Background: an optimization exercise with open tools, aiming at small area, a short achievable clock period and few clock cycles per item. Do not read the settings as production practice. The RTL was checked by simulation tests, not by an equivalence proof against the original design.

== run A ==
==> flow/design.v (excerpt) <==
module plate_compose (
    input  wire        clk,
    input  wire        rst,           
    input  wire        in_valid,
    output wire        in_ready,
    input  wire        in_first,      
    input  wire        in_last,       
    input  wire [1:0]  in_mode,       
    input  wire [15:0] in_opac,       
    input  wire        in_has_alpha,  
    input  wire [15:0] in_alpha,      
    input  wire [15:0] in_s0,         
    input  wire [15:0] in_s1,         
    input  wire [15:0] in_s2,         
    output wire        out_valid,
    input  wire        out_ready,
    output wire [15:0] out_c0,
    output wire [15:0] out_c1,
    output wire [15:0] out_c2
);
export LEC_CHECK = 0
export CAP_MARGIN = 20
export CORE_MARGIN = 2
export CORE_UTILIZATION = 60
export CTS_BUF_LIST = sky130_fd_sc_hd__clkbuf_4 sky130_fd_sc_hd__clkbuf_8
export PLACE_DENSITY = 0.72
export SLEW_MARGIN = 20
export SYNTH_HIERARCHICAL = 1
export SYNTH_MINIMUM_KEEP_SIZE = 0
create_clock -name core_clock -period 40.0 [get_ports {clk}]
standard.sh (not shown) runs the stock make flow with config.mk's settings and CLKGATE_MAP_FILE= SYNTH_SCRIPT=/design/flow/synth_recipe.tcl, a recipe that flattens the netlist after the stock synthesis.
==> flow/flow/run.sh <==
#!/bin/bash
# The standard layout (standard.sh: the standard flow's own ORFS flow with its synthesis),
# with the port buffers placed as buf_2 cells instead of the default
# delay-buffer cells. Each tool's output goes to standard.log here.
set -euo pipefail
bash standard.sh "BUFFER_PORTS_ARGS=-buffer_cell sky130_fd_sc_hd__buf_2" finish > standard.log 2>&1
Testbench counts of run A, summed over its fixed seeds: cycles 9,606, pixels 2,400.
> inputs changed (run A -> run B)
- PLACE_DENSITY changed from 0.72 to 0.6
- CORE_UTILIZATION changed from 60 to 40
- CTS_BUF_LIST removed (was sky130_fd_sc_hd__clkbuf_4 sky130_fd_sc_hd__clkbuf_8)
==> flow/run.sh (new file) <==
#!/bin/bash
# synth_recipe.tcl (not shown) runs the flow's synth.tcl, then flattens the netlist and writes it again
# the make line also repeats each setting of config.mk as NAME=value (left out here)
make -C /OpenROAD-flow-scripts/flow DESIGN_CONFIG=/design/flow/config.mk WORK_HOME=/design/flow/orfs CLKGATE_MAP_FILE= SYNTH_SCRIPT=/design/flow/synth_recipe.tcl finish
removed: flow/flow/run.sh
removed: flow/standard.sh
[summary]
- Run B vs run A — post-route cell area rose about 2.6%.
- Compared with run A, in run B area of the multi-input gates roughly the same; worst setup margin now sits lower; H-tree depth decreased 1.
- The wire length of the first global-routing pass in run B is 1.05 times that in run A.
- First-iteration DRC count in run B is 368 below run A.
- Re initial antenna violation count: no difference whatsoever between run A and run B.
- Final wirelength was lower in the run labelled run A.
#### Input delta (run C over run B)
==> flow/flow/run.sh (new file) <==
#!/bin/bash
# The standard layout (standard.sh: the standard flow's own ORFS flow with its synthesis),
# with the port buffers placed as buf_2 cells instead of the default
# delay-buffer cells. Each tool's output goes to standard.log here.
set -euo pipefail
bash standard.sh "BUFFER_PORTS_ARGS=-buffer_cell sky130_fd_sc_hd__buf_2" finish > standard.log 2>&1
==> flow/standard.sh (new file) <==
#!/bin/bash
# synth_recipe.tcl (not shown) runs the flow's synth.tcl, then flattens the netlist and writes it again
# the make line also repeats each setting of config.mk as NAME=value (left out here)
make -C /OpenROAD-flow-scripts/flow DESIGN_CONFIG=/design/flow/config.mk WORK_HOME=/design/flow/orfs CLKGATE_MAP_FILE= SYNTH_SCRIPT=/design/flow/synth_recipe.tcl "${@:-finish}"
removed: flow/run.sh
### Flow results
Run C completed end to end with timing, DRC and antenna clean.
In terms of global routing met2 resource utilization, run C and run B differ only marginally.
A uppermost layer routed of met5 is what run C shows, while met4 belongs to run B.
Compared with run B, in run C met3 layer usage reported by global route has increased; overall routed net length has remained practically unchanged; headroom to the max-slew limit has decreased.

* * *

plate_compose again, from the RTL that the note above started with.
==> flow/config.mk <==
export PLATFORM = sky130hd
export DESIGN_NAME = plate_compose
export DESIGN_NICKNAME = plate_compose
export VERILOG_FILES = /design/flow/design.v
export SDC_FILE = /design/flow/constraint.sdc
export NUM_CORES = 4
export LEC_CHECK = 0
export CAP_MARGIN = 20
export CORE_MARGIN = 2
export CORE_UTILIZATION = 60
export CTS_CLUSTER_DIAMETER = 80
export CTS_CLUSTER_SIZE = 25
export PLACE_DENSITY = 0.72
export SLEW_MARGIN = 20
export SYNTH_HIERARCHICAL = 1
export SYNTH_MINIMUM_KEEP_SIZE = 0
==> flow/constraint.sdc <==
create_clock -name core_clock -period 40.0 [get_ports {clk}]
set_input_delay 8.0000 -clock core_clock [delete_from_list [all_inputs] [get_ports {clk}]]
set_output_delay 8.0000 -clock core_clock [all_outputs]
set_load 0.01 [all_outputs]
==> flow/flow/run.sh <==
#!/bin/bash
# The standard layout (standard.sh: the standard flow's own ORFS flow with its synthesis),
# with the port buffers placed as buf_2 cells instead of the default
# delay-buffer cells. Each tool's output goes to standard.log here.
set -euo pipefail
bash standard.sh "BUFFER_PORTS_ARGS=-buffer_cell sky130_fd_sc_hd__buf_2" finish > standard.log 2>&1
The starting point completed with no timing, DRC or antenna violations.
Testbench counts at the start, summed over its fixed seeds: cycles 9,606, pixels 2,400.
Change:
CTS_BUF_LIST = sky130_fd_sc_hd__clkbuf_8   (was default)
CTS_CLUSTER_DIAMETER = default   (was 80)
CTS_CLUSTER_SIZE = default   (was 25)
=> Non-clock buffer count is unchanged; wire length is higher by 0.40%; cell count came out higher by 0.86%; maximum frequency went down by 0.42%; worst hold slack stays flat; cell area stays flat; global-route usage is higher by 0.27 points; area after synthesis stays the same.
Change:
CTS_BUF_LIST = default   (was sky130_fd_sc_hd__clkbuf_8)
What happened:
- The new run ran to the end with no violations
- first-iteration DRC count is lower slightly
- global-route usage is about the same
- design area is higher slightly
- routed wire length is about the same
- worst setup slack gains 0.089 ns
- fmax is higher slightly

==> port drivers added, routing unchanged <==
The flow's constraints put no driver on any port. The routed layouts listed below were extracted and timed again, unchanged, in two steps.
Step 1 assumes that a clkbuf_16 drives the clock port and a buf_2 every other input.
Step 2, shift: input delay + t, output delay - t, t = (earliest + latest rising clock arrival at the registers) / 2. This alone moves slack from input paths to output paths.
Three values: ideal, step 1, step 2; two values: the first two.
| run | t (ns) | setup WS [ns] | hold WS [ns] | worst register clock-pin slew, ns | worst slew at a driven data input, ns |
|---|---|---|---|---|---|
| run A | 0.781 | 30.725 / 30.656 / 30.337 | 0.440 / 0.440 / 0.440 | 0.08 / 0.08 | 0.04 |
| run B | 0.729 | 30.440 / 30.366 / 30.250 | 0.423 / 0.423 / 0.423 | 0.07 / 0.07 | 0.04 |
| run C | 0.746 | 30.781 / 30.706 / 30.642 | 0.418 / 0.418 / 0.418 | 0.07 / 0.07 | 0.03 |
| the first run of note 2 | 0.734 | 30.759 / 30.683 / 30.379 | 0.435 / 0.435 / 0.435 | 0.10 / 0.10 | 0.04 |
| the second run of note 2 | 0.787 | 30.721 / 30.652 / 30.331 | 0.433 / 0.433 / 0.433 | 0.08 / 0.08 | 0.04 |
| the third run of note 2 | 0.709 | 30.810 / 30.733 / 30.336 | 0.426 / 0.426 / 0.426 | 0.07 / 0.07 | 0.04 |
After both steps setup and hold are still met in every run listed. The setup slack of the third run of note 2, which loses most, moves by -0.077 ns with the drivers and by -0.474 ns with both steps.
